This design comes from an exercise in tuning for small area, a short achievable clock period and few clock cycles per item on the open sky130 flow, not from production work.
Only simulation tests tie the RTL to the original design; equivalence was not proved.
Power figures rest on the tool's default switching activity, not on a simulated workload.

$ cat design.v
module dge_sha256 (
    input  wire         clk,
    input  wire         rst,         
    input  wire         in_valid,
    output wire         in_ready,
    input  wire [63:0]  in_data,
    input  wire         in_first,
    input  wire         in_last,
    output reg          out_valid,
    output wire [255:0] out_digest
);
    localparam [1:0] S_FILL  = 2'd0,
                     S_ROUND = 2'd1,
                     S_FINAL = 2'd2;
    reg [1:0]  state;
    reg [2:0]  qcnt;         
    reg [5:0]  rnd;          
    reg        blk_first;
    reg        blk_last;
    reg [31:0] w [0:15];     
    reg [31:0] a, b, c, d, e, f, g, h;
    reg [31:0] H0, H1, H2, H3, H4, H5, H6, H7;
    assign in_ready = (state == S_FILL);
    wire accept = in_valid && in_ready;
    reg  [31:0] k_t;
    always @(*) begin
        case (rnd)
            6'd0:  k_t = 32'h428a2f98; 6'd1:  k_t = 32'h71374491;
            6'd2:  k_t = 32'hb5c0fbcf; 6'd3:  k_t = 32'he9b5dba5;
            6'd4:  k_t = 32'h3956c25b; 6'd5:  k_t = 32'h59f111f1;
            6'd6:  k_t = 32'h923f82a4; 6'd7:  k_t = 32'hab1c5ed5;
            6'd8:  k_t = 32'hd807aa98; 6'd9:  k_t = 32'h12835b01;
            6'd10: k_t = 32'h243185be; 6'd11: k_t = 32'h550c7dc3;
            6'd12: k_t = 32'h72be5d74; 6'd13: k_t = 32'h80deb1fe;
            6'd14: k_t = 32'h9bdc06a7; 6'd15: k_t = 32'hc19bf174;
            6'd16: k_t = 32'he49b69c1; 6'd17: k_t = 32'hefbe4786;
            6'd18: k_t = 32'h0fc19dc6; 6'd19: k_t = 32'h240ca1cc;
            6'd20: k_t = 32'h2de92c6f; 6'd21: k_t = 32'h4a7484aa;
            6'd22: k_t = 32'h5cb0a9dc; 6'd23: k_t = 32'h76f988da;
            6'd24: k_t = 32'h983e5152; 6'd25: k_t = 32'ha831c66d;
            6'd26: k_t = 32'hb00327c8; 6'd27: k_t = 32'hbf597fc7;
            6'd28: k_t = 32'hc6e00bf3; 6'd29: k_t = 32'hd5a79147;
            6'd30: k_t = 32'h06ca6351; 6'd31: k_t = 32'h14292967;
            6'd32: k_t = 32'h27b70a85; 6'd33: k_t = 32'h2e1b2138;
            6'd34: k_t = 32'h4d2c6dfc; 6'd35: k_t = 32'h53380d13;
            6'd36: k_t = 32'h650a7354; 6'd37: k_t = 32'h766a0abb;
            6'd38: k_t = 32'h81c2c92e; 6'd39: k_t = 32'h92722c85;
            6'd40: k_t = 32'ha2bfe8a1; 6'd41: k_t = 32'ha81a664b;
            6'd42: k_t = 32'hc24b8b70; 6'd43: k_t = 32'hc76c51a3;
            6'd44: k_t = 32'hd192e819; 6'd45: k_t = 32'hd6990624;
            6'd46: k_t = 32'hf40e3585; 6'd47: k_t = 32'h106aa070;
            6'd48: k_t = 32'h19a4c116; 6'd49: k_t = 32'h1e376c08;
            6'd50: k_t = 32'h2748774c; 6'd51: k_t = 32'h34b0bcb5;
            6'd52: k_t = 32'h391c0cb3; 6'd53: k_t = 32'h4ed8aa4a;
            6'd54: k_t = 32'h5b9cca4f; 6'd55: k_t = 32'h682e6ff3;
            6'd56: k_t = 32'h748f82ee; 6'd57: k_t = 32'h78a5636f;
            6'd58: k_t = 32'h84c87814; 6'd59: k_t = 32'h8cc70208;
            6'd60: k_t = 32'h90befffa; 6'd61: k_t = 32'ha4506ceb;
            6'd62: k_t = 32'hbef9a3f7; default: k_t = 32'hc67178f2;
        endcase
    end
    wire [31:0] big_s0 = {a[1:0], a[31:2]} ^ {a[12:0], a[31:13]} ^ {a[21:0], a[31:22]};
    wire [31:0] big_s1 = {e[5:0], e[31:6]} ^ {e[10:0], e[31:11]} ^ {e[24:0], e[31:25]};
    wire [31:0] ch     = (e & f) ^ (~e & g);
    wire [31:0] maj    = (a & b) ^ (a & c) ^ (b & c);
    wire [31:0] t1     = h + big_s1 + ch + k_t + w[0];
    wire [31:0] t2     = big_s0 + maj;
    wire [31:0] sm_s0  = {w[1][6:0], w[1][31:7]} ^ {w[1][17:0], w[1][31:18]} ^ (w[1] >> 3);
    wire [31:0] sm_s1  = {w[14][16:0], w[14][31:17]} ^ {w[14][18:0], w[14][31:19]} ^ (w[14] >> 10);
    wire [31:0] w_next = sm_s1 + w[9] + sm_s0 + w[0];
    wire first_now = (qcnt == 3'd0) ? in_first : blk_first;
    integer i;
    always @(posedge clk) begin
        if (rst) begin
            state     <= S_FILL;
            qcnt      <= 3'd0;
            rnd       <= 6'd0;
            out_valid <= 1'b0;
        end else begin
            out_valid <= 1'b0;
            case (state)
                S_FILL: begin
                    if (accept) begin
                        for (i = 0; i < 14; i = i + 1)
                            w[i] <= w[i + 2];
                        w[14] <= {in_data[7:0], in_data[15:8], in_data[23:16], in_data[31:24]};
                        w[15] <= {in_data[39:32], in_data[47:40], in_data[55:48], in_data[63:56]};
                        if (qcnt == 3'd0) begin
                            blk_first <= in_first;
                            blk_last  <= in_last;
                        end
                        qcnt <= qcnt + 3'd1;
                        if (qcnt == 3'd7) begin
                            state <= S_ROUND;
                            rnd   <= 6'd0;
                            if (first_now) begin
                                H0 <= 32'h6a09e667; H1 <= 32'hbb67ae85;
                                H2 <= 32'h3c6ef372; H3 <= 32'ha54ff53a;
                                H4 <= 32'h510e527f; H5 <= 32'h9b05688c;
                                H6 <= 32'h1f83d9ab; H7 <= 32'h5be0cd19;
                                a <= 32'h6a09e667; b <= 32'hbb67ae85;
                                c <= 32'h3c6ef372; d <= 32'ha54ff53a;
                                e <= 32'h510e527f; f <= 32'h9b05688c;
                                g <= 32'h1f83d9ab; h <= 32'h5be0cd19;
                            end else begin
                                a <= H0; b <= H1; c <= H2; d <= H3;
                                e <= H4; f <= H5; g <= H6; h <= H7;
                            end
                        end
                    end
                end
                S_ROUND: begin
                    h <= g;
                    g <= f;
                    f <= e;
                    e <= d + t1;
                    d <= c;
                    c <= b;
                    b <= a;
                    a <= t1 + t2;
                    for (i = 0; i < 15; i = i + 1)
                        w[i] <= w[i + 1];
                    w[15] <= w_next;
                    rnd <= rnd + 6'd1;
                    if (rnd == 6'd63)
                        state <= S_FINAL;
                end
                default: begin  
                    H0 <= H0 + a; H1 <= H1 + b; H2 <= H2 + c; H3 <= H3 + d;
                    H4 <= H4 + e; H5 <= H5 + f; H6 <= H6 + g; H7 <= H7 + h;
                    out_valid <= blk_last;
                    state     <= S_FILL;
                    qcnt      <= 3'd0;
                end
            endcase
        end
    end
    assign out_digest = {
        H7[7:0], H7[15:8], H7[23:16], H7[31:24],
        H6[7:0], H6[15:8], H6[23:16], H6[31:24],
        H5[7:0], H5[15:8], H5[23:16], H5[31:24],
        H4[7:0], H4[15:8], H4[23:16], H4[31:24],
        H3[7:0], H3[15:8], H3[23:16], H3[31:24],
        H2[7:0], H2[15:8], H2[23:16], H2[31:24],
        H1[7:0], H1[15:8], H1[23:16], H1[31:24],
        H0[7:0], H0[15:8], H0[23:16], H0[31:24]
    };
endmodule
$ cat run.sh
#!/bin/bash
# synth_recipe.tcl (not shown) runs the flow's synth.tcl, then flattens the netlist and writes it again
# the make line also repeats each setting of config.mk as NAME=value (left out here)
make -C /OpenROAD-flow-scripts/flow DESIGN_CONFIG=/design/flow/config.mk WORK_HOME=/design/flow/orfs CLKGATE_MAP_FILE= SYNTH_SCRIPT=/design/flow/synth_recipe.tcl finish
$ cat config.mk
export PLATFORM = sky130hd
export DESIGN_NAME = dge_sha256
export DESIGN_NICKNAME = dge_sha256
export VERILOG_FILES = /design/flow/design.v
export SDC_FILE = /design/flow/constraint.sdc
export NUM_CORES = 4
export LEC_CHECK = 0
export CAP_MARGIN = 20
export CORE_MARGIN = 2
export CORE_UTILIZATION = 40
export PLACE_DENSITY = 0.6
export SLEW_MARGIN = 20
$ cat constraint.sdc
create_clock -name core_clock -period 10.0 [get_ports {clk}]
set_input_delay 2.0000 -clock core_clock [delete_from_list [all_inputs] [get_ports {clk}]]
set_output_delay 2.0000 -clock core_clock [all_outputs]
set_load 0.01 [all_outputs]
==> results.txt <==
status timing/DRC/antenna clean; core area 180500 µm²; Fin. Hold Viols 0; initial core utilization 40.24%; Cell Count, Final, Fillers Out 10492; clock root buffer clkbuf_16; Ant. Diodes 0; Slowest cell on crit path edfxtp_1; Worst Reg-to-Reg Cells 30; MaxCap Viol Count 0; DR DRC count 0; CP peak stage delay 0.54 ns; Via density 5.696; Reg with most FFs w; clock buffer depth 3; CP Capture Type register; post-synthesis cell area 72650 µm²; CTS Sinks 1070; main flop type after synthesis edfxtp_1; R2R Path Start e[26]$_DFFE_PP_; io pins 327; TritonRoute pass-1 iters 8; # setup viols final 0; Hold Crit Endpoint w[12][27]$_DFFE_PP_; Routed Antenna Nets 0; clock slew at reported path FFs 0.08 ns; Setup TNS Final 0 ns; Distinct cells, synth 93; Routed WL 263200 µm; synthesized instance count 7926; P&R area growth vs syn 13.06%; Worst EP arrival 8.99 ns; Rel. slew slack 20.90%; Hold Buf Count CTS 0; post-cts gate resize count 0; Final Max Slew Viols 0; sequential element share of the synthesized area 43.62%; Vias 59766; pwr dens 138.9 nW/µm²; Synth Warn # 2; Core Rows 156; # placed instances 10253; Filler Cells Inserted 17331; H-Tree Depth 4; postcts setup bufs 0; P_leak 32.68 nW; Fin Clk Skew 0.06135 ns; flip-flop count of the largest register after layout 512; commonest non-fill, non-tap cell in the layout nand2_1; clock latency (worst-skew pair) 0.82 ns; R2R setup slack 1.66 ns; Crit path required time 10.65 ns; CP Launch Type register; Post-synth EDFFs 1026; Final nets 8674; die area 185100 µm²; gp weighted congestion 0.9802; Peak VDD IR 0.0001398 V; Worst-Margin Slew 1.186 ns; gr usage total 27.83%; Syn Nets 8582; final period utilization 83.42%; ys async rst share 0%; CTS tree yes; number of global-route vias before repair 56146; largest net degree at the start of global routing 197; die width 430.2 µm; Max FO, Critical Path 6; Register Area 31690 µm²; TritonCTS buffer count 133; area of the multi-input gates 37990 µm²; crit path time final 8.342 ns; share of cells above drive strength 1 4.075%; worst hold path cell count 2; remaining global-route overflow 0; HPWL Detailed 193900 µm; drt wl/cell 25.09 µm; #FFs+latches synth 1070; cell repeated most along the worst path fa_1; r2r endpoint a[31]$_DFFE_PP_; wire length of the first global-routing pass 381700 µm; most frequent cells in the layout 1906 x nand2_1, 1026 x edfxtp_1, 591 x a21oi_1; Die Ht 430.2 µm; Fmax achieved 119.9 MHz; RSZ-0062 raised after global routing false; initial DRC count 6653; Port-buffer cells 326; hold_sp w[13][27]$_DFFE_PP_; CP Class register to register; Hold Crit Class register to register; Avg Cell Area, Syn 9.166 µm²; initial antenna violation count 6
[power breakdown]
part           internal [mW]  switching [mW]  leakage (nW)
Sequential              5.02          0.0793          9.77
Combinational          0.619            1.01          20.9
Clock                   2.59            2.10          1.99
Total                   8.22            3.19          32.7
[per-stage QoR]
| step | hold slack (ns) | instance area, µm² | utilization [%] | worst slack [ns] | power (mW) |
|---|---|---|---|---|---|
| finish | 0.4809 | 82140 | 45.49 | 1.658 | 11.41 |
| global route | 0.5165 | 82140 | 45.49 | 1.204 | 11.81 |
| CTS | 0.4735 | 82130 | 45.49 | 1.656 | 11.49 |
| detailed placement | 0.4729 | 77970 | 43.18 | 1.682 | 6.796 |
| global placement | 0.4776 | 77970 | 43.18 | 1.730 | 6.772 |
| floorplan | 0.4539 | 72670 | - | -10.69 | 6.287 |
[worst max-delay path: cells and delay by family, from the launching register on]
kind	cells	cell delay (ns)
AOI/OAI and AO/OA	9	1.72
xor gates and xnor gates	4	1.25
adders and majority gates	7	2.97
buffers and inverters	2	0.14
DFF	1	0.54
and+or+nand+nor	8	1.57
[per-layer routing]
metal  global-route usage, %  vias up  share of wire [%]
li1                        -    27819                  -
met1                   37.43    29008                 42
met2                   44.69     2531                 46
met3                   3.727      402                6.9
met4                   12.60        6                5.1
met5                       0        -              0.015
[cells in the mapped netlist, drive strengths merged, types with 10 or more instances]
cell     number  area share [%]
inv         372             1.9
a211oi       38            0.39
nor4         12            0.10
ha          392             6.8
nor3        162             1.1
o211ai       30            0.31
o31ai        49            0.53
nor2b        37            0.32
or2          19            0.16
nand3       180             1.2
a21oi       592             4.1
a31oi        52            0.48
o21bai       42            0.43
o311ai       13            0.17
xnor2       384             4.6
o21a         63            0.65
mux2i        11            0.15
a21o        175             1.8
and2         21            0.18
xor2        178             2.1
or3          33            0.30
o22ai        23            0.20
maj3         23            0.32
a211o        19            0.23
dfxtp        44             1.2
nand4        26            0.22
mux2         28            0.43
buf          45            0.25
fa          195             5.4
o2111ai      14            0.17
nor2        519             2.7
edfxtp     1026              42
o21ai       536             3.7
and3         35            0.30
clkbuf      389             2.0
a21boi       27            0.28
a221oi       12            0.15
o221ai       10            0.12
a31o         12            0.14
nand2      1908             9.9
nand2b       59            0.51
a311oi       10            0.12
[cell families (layout without fill, tap and decap cells)]
kind of cell | Yosys count | in the layout | synth area share (%)
flops | 1070 | 1070 | 43.62
simple gates | 3047 | 3047 | 17.43
compound gates | 1790 | 1790 | 14.93
mux | 39 | 39 | 0.5856
fa+ha+maj | 610 | 610 | 12.44
xor+xnor | 563 | 563 | 6.806
buf+inv | 807 | 1003 | 4.185
[final cells by class]
class | instances | share of cell area, %
Multi-Input combinational cell | 6049 | 46.26
Sequential cell | 1070 | 38.58
Timing Repair Buffer | 391 | 4.765
Clock buffer | 178 | 4.320
Tap cell | 2370 | 3.610
Inverter | 373 | 1.720
Clock inverter | 61 | 0.7449
[worst max-delay path by stage]
stage               startpoint              end  slack [ns]
6_report       e[26]$_DFFE_PP_  a[31]$_DFFE_PP_        1.66
3_3_place_gp   e[26]$_DFFE_PP_  a[29]$_DFFE_PP_        1.73
5_1_grt        e[26]$_DFFE_PP_  a[31]$_DFFE_PP_        1.20
3_5_place_dp   e[26]$_DFFE_PP_  a[31]$_DFFE_PP_        1.68
2_1_floorplan              rst   a[0]$_DFFE_PP_      -10.69
4_1_cts        e[26]$_DFFE_PP_  a[31]$_DFFE_PP_        1.66
Testbench counts, summed over its fixed seeds: cycles 34,975, blocks 479.

re-timing with driven ports:
How much do the figures lean on ideal ports? The routed layout below was timed once more, with nothing changed but the port constraints.
Step 1, drivers: a clkbuf_16 drives clk and a buf_2 each remaining input, both assumed.
Step 2 moves the port delays by t, midway between the first and last clock arrival at a register: inputs arrive t later, outputs are due t later. That takes back most of the time a late clock gives input paths.
Three values: ideal, step 1, step 2; two values: the first two.
t, ns: 0.869
setup WS [ns]: 1.658 / 1.658 / 1.658
worst setup path after step 2: register to register
After both steps setup and hold are still met in this run. For this run, drivers alone change the setup slack by 0.000 ns; drivers and shift together by 0.000 ns.
